Source: an optimization exercise on an open RTL-to-GDS flow (aim: small area, a short achievable clock period and few clock cycles per item). Production flows keep margins and buffers that such runs may drop. Where RTL was checked, it was by simulation tests only, not by an equivalence proof against the original.

Setup of build 74:
// sfl_frame_check
module sfl_frame_check (
    input  wire         clk,
    input  wire         rst,             
    input  wire         start,           
    input  wire [383:0] frame,           
    input  wire [31:0]  cid,
    input  wire [1:0]   conn_state,      
    input  wire [15:0]  last_seq,        
    input  wire [15:0]  connect_seq,     
    output wire         ready,
    output reg          done,
    output wire         accept,
    output wire         ok_a,
    output wire         ok_b,
    output reg          hdr_ok,
    output reg          seq_ok,
    output wire         restart,
    output wire [7:0]   lost,
    output wire [3:0]   conn,
    output wire [7:0]   kind,
    output wire [15:0]  seq,
    output wire [15:0]  echo
);
For scale: about 2800 cells after synthesis, ~0.025 mm² of cells after synthesis.
export LEC_CHECK = 0
export CAP_MARGIN = 20
export CORE_MARGIN = 2
export CORE_UTILIZATION = 30
export SLEW_MARGIN = 20
create_clock -name core_clock -period 10.0 [get_ports {clk}]
standard.sh (not shown) runs the stock make flow with config.mk's settings and CLKGATE_MAP_FILE= SYNTH_SCRIPT=/design/flow/synth_recipe.tcl, a recipe that flattens the netlist after the stock synthesis.
==> flow/flow/run.sh <==
#!/bin/bash
set -euo pipefail
MARGIN="${FLOW_SETUP_MARGIN:-6}"
bash standard.sh finish \
  "BUFFER_PORTS_ARGS=-buffer_cell sky130_fd_sc_hd__buf_1" \
  "SETUP_SLACK_MARGIN=${MARGIN}" > flow_make.log 2>&1
Testbench counts of build 74, summed over its fixed seeds: cycles 16,000, frames 3,200.
For build 17, these inputs were changed with respect to build 74:
--- a/flow/config.mk
+++ b/flow/config.mk
@@ -10 +10 @@
-export CORE_UTILIZATION = 30
+export CORE_UTILIZATION = 40
## What came out
- Taking build 74 as the reference, in build 17 detailed placer's ending HPWL has decreased, post-placement cell area has decreased, starting density of the core has increased.
- Build 17: it failed with a tool error in global routing (5_1_grt), so there are no final results.
Input-level comparison between build 54 and build 17:
--- a/flow/flow/run.sh
+++ b/flow/flow/run.sh
@@ -3 +3 @@
-MARGIN="${FLOW_SETUP_MARGIN:-6}"
+MARGIN="${FLOW_SETUP_MARGIN:-5}"
--- a/flow/config.mk
+++ b/flow/config.mk
@@ -10 +10 @@
-export CORE_UTILIZATION = 40
+export CORE_UTILIZATION = 30
@@ -11,0 +12 @@
+export TNS_END_PERCENT = 0
Notes after the runs:
- Build 54 reached the end of the flow, and the finished layout is clean on the timing, design-rule and antenna checks.
- Diff build 54..build 17 | clock sink count | unchanged
- Taking build 17 as the reference, in build 54 xor/xnor cell area share of the yosys netlist ~0 delta, initial core utilization moved down.
- Number of cells upsized or downsized after cts (build 54 vs. build 17) decreases by more than half
- Measured against build 17, the final weighted congestion in routability-driven placement of build 54 comes out at 0.863 times the reference value.
- Die width: build 54 higher than build 17
- In the tables for build 17 and build 54, pre-CTS setup slack reads higher with build 17.

== run A ==
Another version of the RTL of sfl_frame_check (not shown whole).
Size: ~2500 cells after synthesis, ~510 I/O pins, about 25000 um2 of cells after synthesis.
==> flow/design.v (excerpt) <==
module sfl_frame_check (
    input  wire         clk,
    input  wire         rst,             
    input  wire         start,           
    input  wire [383:0] frame,           
    input  wire [31:0]  cid,
    input  wire [1:0]   conn_state,      
    input  wire [15:0]  last_seq,        
    input  wire [15:0]  connect_seq,     
    output wire         ready,
    output reg          done,
    output reg          accept,
    output reg          ok_a,
    output reg          ok_b,
    output reg          hdr_ok,
    output reg          seq_ok,
    output wire         restart,
    output wire [7:0]   lost,
    output wire [3:0]   conn,
    output wire [7:0]   kind,
    output wire [15:0]  seq,
    output wire [15:0]  echo
);
==> flow/config.mk <==
export PLATFORM = sky130hd
export DESIGN_NAME = sfl_frame_check
export DESIGN_NICKNAME = sfl_frame_check
export VERILOG_FILES = /design/flow/design.v
export SDC_FILE = /design/flow/constraint.sdc
export NUM_CORES = 4
export LEC_CHECK = 0
export CAP_MARGIN = 20
export CORE_MARGIN = 2
export CORE_UTILIZATION = 40
export SLEW_MARGIN = 20
==> flow/constraint.sdc <==
create_clock -name core_clock -period 10.0 [get_ports {clk}]
set_input_delay 2.0000 -clock core_clock [delete_from_list [all_inputs] [get_ports {clk}]]
set_output_delay 2.0000 -clock core_clock [all_outputs]
set_load 0.01 [all_outputs]
run.sh (not shown) runs the stock make flow with config.mk's settings and CLKGATE_MAP_FILE= SYNTH_SCRIPT=/design/flow/synth_recipe.tcl, a recipe that flattens the netlist after the stock synthesis.
Stock flow here: none of the scripts above is used.
[inputs] run B vs run A
==> flow/flow/run.sh (new file) <==
#!/bin/bash
set -euo pipefail
MARGIN="${FLOW_SETUP_MARGIN:-7}"
bash standard.sh finish \
  "BUFFER_PORTS_ARGS=-buffer_cell sky130_fd_sc_hd__buf_1" \
  "SETUP_SLACK_MARGIN=${MARGIN}" > flow_make.log 2>&1
==> flow/standard.sh (new file) <==
#!/bin/bash
# synth_recipe.tcl (not shown) runs the flow's synth.tcl, then flattens the netlist and writes it again
# the make line also repeats each setting of config.mk as NAME=value (left out here)
make -C /OpenROAD-flow-scripts/flow DESIGN_CONFIG=/design/flow/config.mk WORK_HOME=/design/flow/orfs CLKGATE_MAP_FILE= SYNTH_SCRIPT=/design/flow/synth_recipe.tcl "${@:-finish}"
removed: flow/run.sh
Findings:
- [run B] clock period minus worst slack fell 1.45 ns relative to run A
- Post-placement setup slack: run B vs run A down 0.12 ns
- Cells: run B has more instances than run A
- On clock tree buffer count of the final layout: run B sits above run A.
- XOR/XNOR share of the synthesized area came out exactly the same in run B and run A.
- Between run B and run A, the post-route cell area is higher for run B.
- In run B, total routing usage reported by global routing is higher than in run A.
- Between run A and run B, the flow reports total wirelength of the detailed-routed design increasing by a little under 10%.
Here is what was changed in the inputs of run C compared with run B.
- SETUP_SLACK_MARGIN newly set to 5
==> flow/run.sh (new file) <==
#!/bin/bash
# synth_recipe.tcl (not shown) runs the flow's synth.tcl, then flattens the netlist and writes it again
# the make line also repeats each setting of config.mk as NAME=value (left out here)
make -C /OpenROAD-flow-scripts/flow DESIGN_CONFIG=/design/flow/config.mk WORK_HOME=/design/flow/orfs CLKGATE_MAP_FILE= SYNTH_SCRIPT=/design/flow/synth_recipe.tcl finish
removed: flow/flow/run.sh
removed: flow/standard.sh
==> comparison <==
- There was hardly any difference in total placed cells including tap cells between run C and run B.
- Summary of the comparison: share of cell area taken by multi-input logic gates is lower in run C, relative to run B.
Input-level comparison between run D and run C:
- ABC_CLOCK_PERIOD_IN_PS now 3000, previously not set
==> comparison <==
- Delta (run D minus run C): count of cells resized by post-cts repair comparable, number of fill cells neither gained nor lost much.
- Summary of run D over run C: critical path depth ~0 delta, max-cap violation count held steady, final area neither gained nor lost much.
No functional check of the RTL was part of any run of this note.

sfl_frame_check, a different RTL version from the one above (not shown whole).
export LEC_CHECK = 0
export CAP_MARGIN = 20
export CORE_MARGIN = 2
export CORE_UTILIZATION = 35
export SLEW_MARGIN = 20
export TNS_END_PERCENT = 0
create_clock -name core_clock -period 10.0 [get_ports {clk}]
standard.sh (not shown) runs the stock make flow with config.mk's settings and CLKGATE_MAP_FILE= SYNTH_SCRIPT=/design/flow/synth_recipe.tcl, a recipe that flattens the netlist after the stock synthesis.
==> flow/flow/run.sh <==
#!/bin/bash
set -euo pipefail
MARGIN="${FLOW_SETUP_MARGIN:-5.5}"
bash standard.sh finish \
  "BUFFER_PORTS_ARGS=-buffer_cell sky130_fd_sc_hd__buf_1" \
  "SETUP_SLACK_MARGIN=${MARGIN}" > flow_make.log 2>&1
Testbench counts at the start, summed over its fixed seeds: cycles 16,000, frames 3,200.
Change:
==> flow/flow/run.sh (replaced) <==
#!/bin/bash
set -euo pipefail
MARGIN="${FLOW_SETUP_MARGIN:-5}"
bash standard.sh finish \
  "BUFFER_PORTS_ARGS=-buffer_cell sky130_fd_sc_hd__buf_1" \
  "SETUP_SLACK_MARGIN=${MARGIN}" > flow_make.log 2>&1
=> Routed wire length came out higher by 0.54%; worst setup slack is worse by 0.57 ns; non-clock buffer count fell by 93; core utilization fell by 5.7 points; maximum frequency came out lower by 11%; final cell count falls by 2.3%; cell area drops by 12%; hold slack is worse by 0.049 ns.
Change:
==> flow/flow/run.sh (replaced) <==
#!/bin/bash
set -euo pipefail
MARGIN="${FLOW_SETUP_MARGIN:-6}"
bash standard.sh finish \
  "BUFFER_PORTS_ARGS=-buffer_cell sky130_fd_sc_hd__buf_1" \
  "SETUP_SLACK_MARGIN=${MARGIN}" > flow_make.log 2>&1
--- a/flow/config.mk
+++ b/flow/config.mk
@@ -8,5 +8,5 @@
 export CAP_MARGIN = 20
 export CORE_MARGIN = 2
-export CORE_UTILIZATION = 35
+export CORE_UTILIZATION = 30
 export SLEW_MARGIN = 20
 export TNS_END_PERCENT = 0
Effect:
- maximum frequency is higher by 16%
- critical path depth came out higher by 1
- routed wire length is lower by 2.0%
- flip-flop and latch count does not change
- worst setup slack gains 0.74 ns
- final area increases by 23%
- cell count rose by 8.4%

## sierra
sfl_frame_check, a different RTL version from the one above (not shown whole).
For scale: about 2600 cells after synthesis, ~80 flip-flops, ~510 I/O pins, roughly 22000 um2 of cells after synthesis.
export LEC_CHECK = 0
export CAP_MARGIN = 20
export CORE_MARGIN = 2
export CORE_UTILIZATION = 30
export SLEW_MARGIN = 20
export TNS_END_PERCENT = 0
create_clock -name core_clock -period 10.0 [get_ports {clk}]
==> flow/flow/run.sh <==
#!/bin/bash
set -euo pipefail
bash standard.sh finish \
  "BUFFER_PORTS_ARGS=-buffer_cell sky130_fd_sc_hd__buf_2" \
  "SETUP_SLACK_MARGIN=7" > flow_make.log 2>&1
sierra: PASS, flow complete, no timing, DRC or antenna violations
Testbench counts of sierra, summed over its fixed seeds: cycles 16,000, frames 3,200.
Input-level comparison between ember and sierra:
Settings: CORE_UTILIZATION now 35, was 30.
==> flow/flow/run.sh <==
#!/bin/bash
set -euo pipefail
bash standard.sh finish \
  "BUFFER_PORTS_ARGS=-buffer_cell sky130_fd_sc_hd__buf_2" \
  "SETUP_SLACK_MARGIN=6" > flow_make.log 2>&1
--- outcome ---
Global-route usage (higher): ember
Re number of enable-type register cells in the synthesized netlist: no difference whatsoever between ember and sierra.
Summary of ember over sierra: maximum fanout count along the critical path went down by 3; routed length on met1 went down by 10%; number of filler cells placed in the layout went down by 1170.
Compared with sierra, in ember time the final worst path needs with I/O delays and setup went up 0.18 ns; multi-input gate share of total cell area now sits higher.
--- input diff ember..lagoon ---
Settings: a change of CORE_UTILIZATION from 35 to 30.
==> flow/flow/run.sh <==
#!/bin/bash
set -euo pipefail
MARGIN="${FLOW_SETUP_MARGIN:-6}"
bash standard.sh finish \
  "BUFFER_PORTS_ARGS=-buffer_cell sky130_fd_sc_hd__buf_1" \
  "SETUP_SLACK_MARGIN=${MARGIN}" > flow_make.log 2>&1
- Routed length on met2: lagoon vs ember up 10%
- Routed via count divided by cell count (lower): lagoon
- The non-clock buffer count of lagoon exceeds that of ember by 4.
- Taking ember as the reference, in lagoon highest cell delay on the worst timing path flat, final cycle utilization of the critical path up 0.51 points, slew at the pin closest to its max-slew limit down 0.13 ns, area growth from synthesis to layout down 1.9 points, die area up about 16%.
- Largest fanout on the critical path, ember and lagoon, higher one = lagoon.
- Total wirelength of the detailed-routed design grows by a few percent when moving from ember to lagoon.

[afterwards: timing with drivers on the ports]
In the flow no input, the clock included, has a driving cell. The finished layouts below were timed again as built, in two steps.
Step 1, drivers: a clkbuf_16 drives clk and a buf_2 each remaining input, both assumed.
Step 2 moves the port delays by t, midway between the first and last clock arrival at a register: inputs arrive t later, outputs are due t later. That takes back most of the time a late clock gives input paths.
Slacks: ideal ports / drivers / drivers and shift; pairs: ideal ports / drivers.
| run | t (ns) | slack for setup (ns) | worst hold slack (ns) | worst slew at a driven data input, ns |
|---|---|---|---|---|
| build 74 | 0.495 | 5.423 / 5.450 / 4.955 | 0.706 / 0.706 / 0.706 | 0.32 |
| build 54 | 0.489 | 4.370 / 4.410 / 3.921 | 0.661 / 0.661 / 0.661 | 0.27 |
| run A | 0.657 | 4.789 / 4.789 / 4.789 | 0.482 / 0.482 / 0.482 | 0.08 |
| run B | 0.660 | 6.240 / 6.199 / 6.240 | 0.525 / 0.525 / 0.525 | 0.11 |
| run C | 0.656 | 4.875 / 4.875 / 4.875 | 0.483 / 0.483 / 0.483 | 0.07 |
| run D | 0.656 | 4.875 / 4.875 / 4.875 | 0.483 / 0.483 / 0.483 | 0.07 |
| the first run of note 3 | 0.464 | 5.184 / 5.168 / 4.705 | 0.644 / 0.644 / 0.644 | 0.20 |
| the second run of note 3 | 0.463 | 4.610 / 4.649 / 4.186 | 0.595 / 0.595 / 0.595 | 0.32 |
| the third run of note 3 | 0.467 | 5.354 / 5.393 / 4.927 | 0.872 / 0.872 / 0.872 | 0.16 |
| sierra | 0.465 | 5.237 / 5.230 / 4.797 | 0.703 / 0.703 / 0.703 | 0.24 |
| ember | 0.463 | 5.060 / 5.083 / 4.620 | 0.684 / 0.684 / 0.684 | 0.47 |
| lagoon | 0.468 | 5.009 / 5.048 / 4.580 | 0.681 / 0.681 / 0.681 | 0.19 |
After both steps setup and hold are still met in every run listed. The setup slack of the first run of note 3, which loses most, moves by -0.016 ns with the drivers and by -0.479 ns with both steps.
